This design comes from an exercise in tuning for small area, a short achievable clock period and few clock cycles on the open sky130 flow, not from production work. The RTL was checked by simulation tests, not by an equivalence proof against the original design.

==> flow/design.v (excerpt) <==
module fh_tdiv (
    input  wire               clk,
    input  wire               rst,
    input  wire               start,
    input  wire signed [19:0] e,
    input  wire signed [31:0] f,
    input  wire               e_sat,
    input  wire               f_sat,
    input  wire [39:0]        per,
    input  wire [2:0]         sh3,
    input  wire [3:0]         sh4,
    input  wire [1:0]         dec_phase,
    input  wire signed [16:0] tgt,
    input  wire signed [15:0] toff,
    input  wire [19:0]        tmin,
    output reg                ready,
    output reg                done,
    output reg  signed [15:0] t,
    output reg                lowq
);
    reg        s_mul, s_div, s_fin;
    reg [2:0]  cnt;
    wire       last_m = (cnt != 3'd0) & (cnt == jl);
    wire       last_d = (cnt == (skip ? 3'd3 : 3'd4));
    reg [39:0]  x;        
    reg [41:0]  acc;      
    reg [39:0]  p_r;      
    reg [18:0]  e_r;      
    reg [20:0]  e3_r;     
    reg [1:0]   ph_r;     
    reg [16:0]  tgt_r;    
  ...
clock: 22.0 ns
lec_check: 0
cap_margin: 20
core_margin: 2
core_utilization: 40
slew_margin: 20
run.sh (not shown) runs the stock make flow with config.mk's settings and CLKGATE_MAP_FILE= SYNTH_SCRIPT=/design/flow/synth_recipe.tcl, a recipe that flattens the netlist after the stock synthesis.
Testbench counts at the start, summed over its fixed seeds: cycles 9,880.
Then changed:
==> flow/flow/run.sh (new file) <==
#!/bin/bash
# The standard layout, with repair_timing asked for setup slack of at least
# 16 ns against the design's clock (same SDC), so that it sizes and buffers
# the critical path instead of stopping at the 22 ns constraint.
set -euo pipefail
bash standard.sh SETUP_SLACK_MARGIN=16 finish > standard_flow.log 2>&1
==> flow/standard.sh (new file) <==
#!/bin/bash
# synth_recipe.tcl (not shown) runs the flow's synth.tcl, then flattens the netlist and writes it again
# the make line also repeats each setting of config.mk as NAME=value (left out here)
make -C /OpenROAD-flow-scripts/flow DESIGN_CONFIG=/design/flow/config.mk WORK_HOME=/design/flow/orfs CLKGATE_MAP_FILE= SYNTH_SCRIPT=/design/flow/synth_recipe.tcl "${@:-finish}"
--- a/flow/config.mk
+++ b/flow/config.mk
@@ -11 +11,2 @@
 export SLEW_MARGIN = 20
+export TNS_END_PERCENT = 0
removed: flow/run.sh
Effect: Non-clock buffer count went up by 110; maximum frequency increases by a quarter to a third; global-route usage is higher by 1.5 points; setup slack improved by 1.8 ns; die area is unchanged; critical path depth is unchanged.

Another version of the RTL of fh_tdiv (not shown whole).
For scale: about 4,500 cells after synthesis, roughly 200 flip-flops, about 180 I/O pins, about 36,000 sq um of cells after synthesis.
export LEC_CHECK = 0
export CAP_MARGIN = 20
export CORE_MARGIN = 2
export CORE_UTILIZATION = 60
export SLEW_MARGIN = 20
export TNS_END_PERCENT = 0
create_clock -name core_clock -period 22.0 [get_ports {clk}]
standard.sh (not shown) runs the stock make flow with config.mk's settings and CLKGATE_MAP_FILE= SYNTH_SCRIPT=/design/flow/synth_recipe.tcl, a recipe that flattens the netlist after the stock synthesis.
==> flow/flow/run.sh <==
#!/bin/bash
# The standard layout on the design's SDC, with two changes to how it is
# made: repair_timing is asked for setup slack of at least 15 ns, so that it
# sizes and buffers the critical paths instead of stopping at the 22 ns
# constraint, and every port still gets its buffer, but a plain buf_1 (which
# repair may size up) instead of the delay cell buffer_ports picks.
set -euo pipefail
bash standard.sh "BUFFER_PORTS_ARGS=-buffer_cell sky130_fd_sc_hd__buf_1" \
    SETUP_SLACK_MARGIN=15 finish > standard_flow.log 2>&1
The baseline passed the timing, design-rule and antenna checks.
Testbench counts at the start, summed over its fixed seeds: cycles 9,880.
Then changed:
==> flow/flow/run.sh (replaced) <==
#!/bin/bash
# The standard layout on the design's SDC, with two changes to how it is
# made: repair_timing is asked for setup slack of at least 16 ns, so that it
# sizes and buffers the critical paths instead of stopping at the 22 ns
# constraint, and every port still gets its buffer, but a plain buf_1 (which
# repair may size up) instead of the delay cell buffer_ports picks.
set -euo pipefail
bash standard.sh "BUFFER_PORTS_ARGS=-buffer_cell sky130_fd_sc_hd__buf_1" \
    SETUP_SLACK_MARGIN=16 finish > standard_flow.log 2>&1
- CORE_UTILIZATION: 60 -> 40
The new run finished with timing, DRC and antenna clean.
Register-to-register slack improves by 0.38 ns.
Non-clock buffer count goes up by 102.
Wire length goes up by 7.5%.
Cell count goes up by 9.3%.
Utilization goes down by 19 points.
Then changed:
- CORE_UTILIZATION: 40 -> 60
Effect: The changed run ran to the end with no violations; critical path depth goes down by 3; routed wire length is lower by 3.7%; maximum frequency rises by about 2%; worst setup slack is better by 0.13 ns; final cell count came out lower by 7.1%.
Then changed:
- TNS_END_PERCENT: 0 -> unset
What happened: The new run completed without violations; die area is unchanged; worst setup slack is worse by 0.49 ns; clock skew goes down by 0.0077 ns; worst hold slack is worse by 0.0062 ns; synthesized cell count is unchanged; utilization goes up by 4.3 points; register-to-register slack is worse by 0.49 ns; via count goes up by a few percent; final area goes up by a few percent.

## port drivers added, routing unchanged
Ports are ideal in the flow. The routed layouts listed here were re-timed in OpenROAD.
Step 1: set_driving_cell puts a clkbuf_16 on clk and a buf_2 on each other input, an assumption about the parent block.
Step 2 also shifts input and output timing later by t, the mid clock arrival at the registers, as if the neighbouring blocks saw the same clock.
Three values: ideal ports, drivers, drivers and shift; two values: the first two.
run | t (ns) | setup slack, ns | clock arrival spread, ns | pins driven straight from the clock port
the first run of note 1 | 0.649 | 13.732 / 13.732 / 13.732 | 0.030 / 0.030 | 1
the second run of note 1 | 0.642 | 15.569 / 15.569 / 15.088 | 0.031 / 0.032 | 1
the first run of note 2 | 0.564 | 15.032 / 15.032 / 14.739 | 0.017 / 0.018 | 1
the second run of note 2 | 0.566 | 15.411 / 15.410 / 15.126 | 0.037 / 0.038 | 1
the third run of note 2 | 0.572 | 15.536 / 15.536 / 15.239 | 0.027 / 0.027 | 1
the fourth run of note 2 | 0.579 | 15.042 / 15.042 / 15.042 | 0.019 / 0.019 | 1
After both steps setup and hold are still met in every run listed. For the second run of note 1, which loses most, drivers alone change the setup slack by 0.000 ns; drivers and shift together by -0.481 ns.
